This is an optimization exercise on Yosys and OpenROAD, whose aim is small area and a short achievable clock period, not a production implementation. The RTL was checked by simulation tests, not by an equivalence proof against the original design. Power figures rest on the tool's default switching activity, not on a simulated workload.

Setup of v20:
Design windlass_mac, start of the top module:
module windlass_mac (
    input  wire        clk,
    input  wire        rst,
    input  wire        in_valid,
    input  wire        in_last,
    input  wire [31:0] in_a,
    input  wire [31:0] in_s,
    output reg         out_valid,
    output reg  [63:0] out_c
);
For scale: about 3200 cells after synthesis, roughly 130 I/O pins.
==> flow/config.mk <==
export PLATFORM = sky130hd
export DESIGN_NAME = windlass_mac
export DESIGN_NICKNAME = windlass_mac
export VERILOG_FILES = /design/flow/design.v
export SDC_FILE = /design/flow/constraint.sdc
export NUM_CORES = 4
export LEC_CHECK = 0
export CAP_MARGIN = 20
export CORE_MARGIN = 2
export CORE_UTILIZATION = 55
export CTS_CLUSTER_SIZE = 24
export SLEW_MARGIN = 20
export SYNTH_HIERARCHICAL = 1
export SYNTH_MINIMUM_KEEP_SIZE = 0
==> flow/constraint.sdc <==
create_clock -name core_clock -period 11.0 [get_ports {clk}]
set_input_delay 2.2000 -clock core_clock [delete_from_list [all_inputs] [get_ports {clk}]]
set_output_delay 2.2000 -clock core_clock [all_outputs]
set_load 0.01 [all_outputs]
standard.sh (not shown) runs the stock make flow with config.mk's settings and CLKGATE_MAP_FILE= SYNTH_SCRIPT=/design/flow/synth_recipe.tcl, a recipe that flattens the netlist after the stock synthesis.
==> flow/flow/run.sh <==
#!/bin/bash
# Layout flow: the standard synthesis, unchanged, then the standard ORFS
# steps (floorplan to finish) with different repair settings:
#   - up to and including CTS, timing repair aims at the setup margin in
#     flow/margin.txt, so that the resizer works the design towards a shorter
#     period than the clock's; after CTS (global route onwards) it aims at the
#     margin in flow/margin_route.txt;
#   - extra make variables from flow/args.txt, one per line (resizer and
#     port-buffer options).
# The clock, the SDC and the design are the standard flow's. Each step's full output is
# in orfs/logs/ (ORFS's own logs) and in synth.log / cts.log / layout.log here.
set -uo pipefail
MARGIN=$(cat flow/margin.txt)
MARGIN_ROUTE=$(cat flow/margin_route.txt)
mapfile -t EXTRA < flow/args.txt
bash standard.sh synth > synth.log 2>&1 || exit 1
bash standard.sh SETUP_SLACK_MARGIN=$MARGIN TNS_END_PERCENT=100 "${EXTRA[@]}" cts > cts.log 2>&1 || exit 1
bash standard.sh SETUP_SLACK_MARGIN=$MARGIN_ROUTE TNS_END_PERCENT=100 "${EXTRA[@]}" finish > layout.log 2>&1
==> flow/flow/args.txt <==
MATCH_CELL_FOOTPRINT=0
BUFFER_PORTS_ARGS=-buffer_cell sky130_fd_sc_hd__buf_2
==> flow/flow/margin.txt <==
7.6
==> flow/flow/margin_route.txt <==
0
Input changes introduced in v23 (baseline for comparison: v20):
- CORE_UTILIZATION now 40, was 55
- CTS_CLUSTER_SIZE no longer set, was 24
[summary]
- Changes observed in v23 relative to v20: area of the core has increased, instance count after placement with tap cells included now sits higher.
- Going from v20 to v23, met2 usage in global routing now smaller, utilization fell by 16 points, post-route fraction of the period consumed by the critical path dropped 0.41 points.
- v23 vs v20 on clock group share of total power: v23 is the higher one.
- NOTE: fmax in v23 exceeds that of v20
- v23 -> v20: sequential element share of the synthesized area delta 0, exact match
- Count of inserted tapcells (v20 / v23): 0.72
- The higher number of design-rule violations left by the first detailed-router iteration of v23 and v20 is in v20.
### v23 -> v52
- CORE_UTILIZATION changed from 40 to 55
Findings:
- Total length of routed met2 wires (lower): v52
- The wire length of the first global-routing pass number comes out lower for v23 vs v52.
- Against v23, v52 comes in 0.048 ns lower on worst slack on hold paths.
- Internal reg-to-reg setup slack in v52 is 0.03 ns below v23.
- On switching power as a share of total power, the higher figure sits with v23, not v52.
- v23 → v52: non-clock buffer count now smaller, part of the power in combinational logic now larger, via count now larger.
- Taking v23 as the reference, in v52 cell area fell by 1.6%; maximum clock frequency fell about 0.7%; final critical delay including setup and external delays has increased.

========
Another version of the RTL of windlass_mac (not shown whole).
Size: about 3,000 cells after synthesis, roughly 330 flip-flops, about 32,000 um2 of cells after synthesis.
Settings: LEC_CHECK=0, CAP_MARGIN=20, CORE_MARGIN=2, CORE_UTILIZATION=40, SLEW_MARGIN=20, SYNTH_HIERARCHICAL=1, SYNTH_MINIMUM_KEEP_SIZE=0; clock period 11.0 ns.
run.sh (not shown) runs the stock make flow with config.mk's settings and CLKGATE_MAP_FILE= SYNTH_SCRIPT=/design/flow/synth_recipe.tcl, a recipe that flattens the netlist after the stock synthesis.
Stock flow here: none of the scripts above is used.
The baseline completed without violations.
==> next run, changes <==
==> flow/flow/run.sh (new file) <==
#!/bin/bash
# Layout flow: the standard synthesis, unchanged, then the standard ORFS
# steps (floorplan to finish) with timing repair aimed at a setup margin, so
# that the resizer works the design towards a shorter period than the clock's.
# The clock, the SDC and the design are the standard flow's. Each step's full output is in
# orfs/logs/ (ORFS's own logs) and in synth.log / layout.log here.
set -uo pipefail
MARGIN=$(cat flow/margin.txt)
bash standard.sh synth > synth.log 2>&1 || exit 1
bash standard.sh SETUP_SLACK_MARGIN=$MARGIN TNS_END_PERCENT=100 finish > layout.log 2>&1
==> flow/flow/margin.txt (new file) <==
6.8
==> flow/standard.sh (new file) <==
#!/bin/bash
# synth_recipe.tcl (not shown) runs the flow's synth.tcl, then flattens the netlist and writes it again
# the make line also repeats each setting of config.mk as NAME=value (left out here)
make -C /OpenROAD-flow-scripts/flow DESIGN_CONFIG=/design/flow/config.mk WORK_HOME=/design/flow/orfs CLKGATE_MAP_FILE= SYNTH_SCRIPT=/design/flow/synth_recipe.tcl "${@:-finish}"
removed: flow/run.sh
Outcome: Design area rises by 0.81%. Maximum frequency rises by 13%. Power goes up by 1.9%. Worst setup slack is better by 0.55 ns. Sequential share of layout area barely changes. Via count increases by 0.31%. Utilization climbs by 0.36 points. Global-route usage barely changes. Non-clock buffer count rises by 5. Routed wire length goes up by 0.95%. First-iteration DRC count fell by 4.3%.
==> next run, changes <==
==> flow/flow/margin.txt (replaced) <==
7.4
=> The changed run passed the timing, design-rule and antenna checks. Utilization increases by 5.3 points. Area after synthesis does not change. Clock skew increases by 0.012 ns. Clock-buffer cell count decreases by 3. Routed wire length increases by 13%. Hold slack is worse by 0.012 ns. Final cell count increases by about 5.5%. Cell area increases by 12%. Combinational power increases by about 20%. Worst setup slack is better by 0.41 ns. Clock power barely changes.

-- port drivers added, routing unchanged --
Ports are ideal in the flow. The routed layouts listed here were re-timed in OpenROAD. Step 1 assumes that a clkbuf_16 drives the clock port and a buf_2 every other input. Step 2 moves the port delays by t, midway between the first and last clock arrival at a register: inputs arrive t later, outputs are due t later. That takes back most of the time a late clock gives input paths. Three values: ideal, step 1, step 2; two values: the first two.
run | shift t [ns] | slack for setup (ns) | worst setup path at the end | slew at the worst register clock pin (ns) | cell pins on the clock port's net
v20 | 0.646 | 7.469 / 7.469 / 7.304 | input to register | 0.07 / 0.07 | 1
v23 | 0.652 | 7.514 / 7.514 / 7.352 | input to register | 0.08 / 0.08 | 1
v52 | 0.643 | 7.489 / 7.489 / 7.294 | input to register | 0.07 / 0.07 | 1
the first run of note 2 | 0.625 | 6.256 / 6.256 / 6.256 | register to register | 0.07 / 0.07 | 1
the second run of note 2 | 0.623 | 6.802 / 6.802 / 6.802 | register to register | 0.07 / 0.07 | 1
the third run of note 2 | 0.637 | 7.212 / 7.212 / 7.212 | register to register | 0.07 / 0.07 | 1
After both steps setup and hold are still met in every run listed. For v52, which loses most, drivers alone change the setup slack by 0.000 ns; drivers and shift together by -0.195 ns.
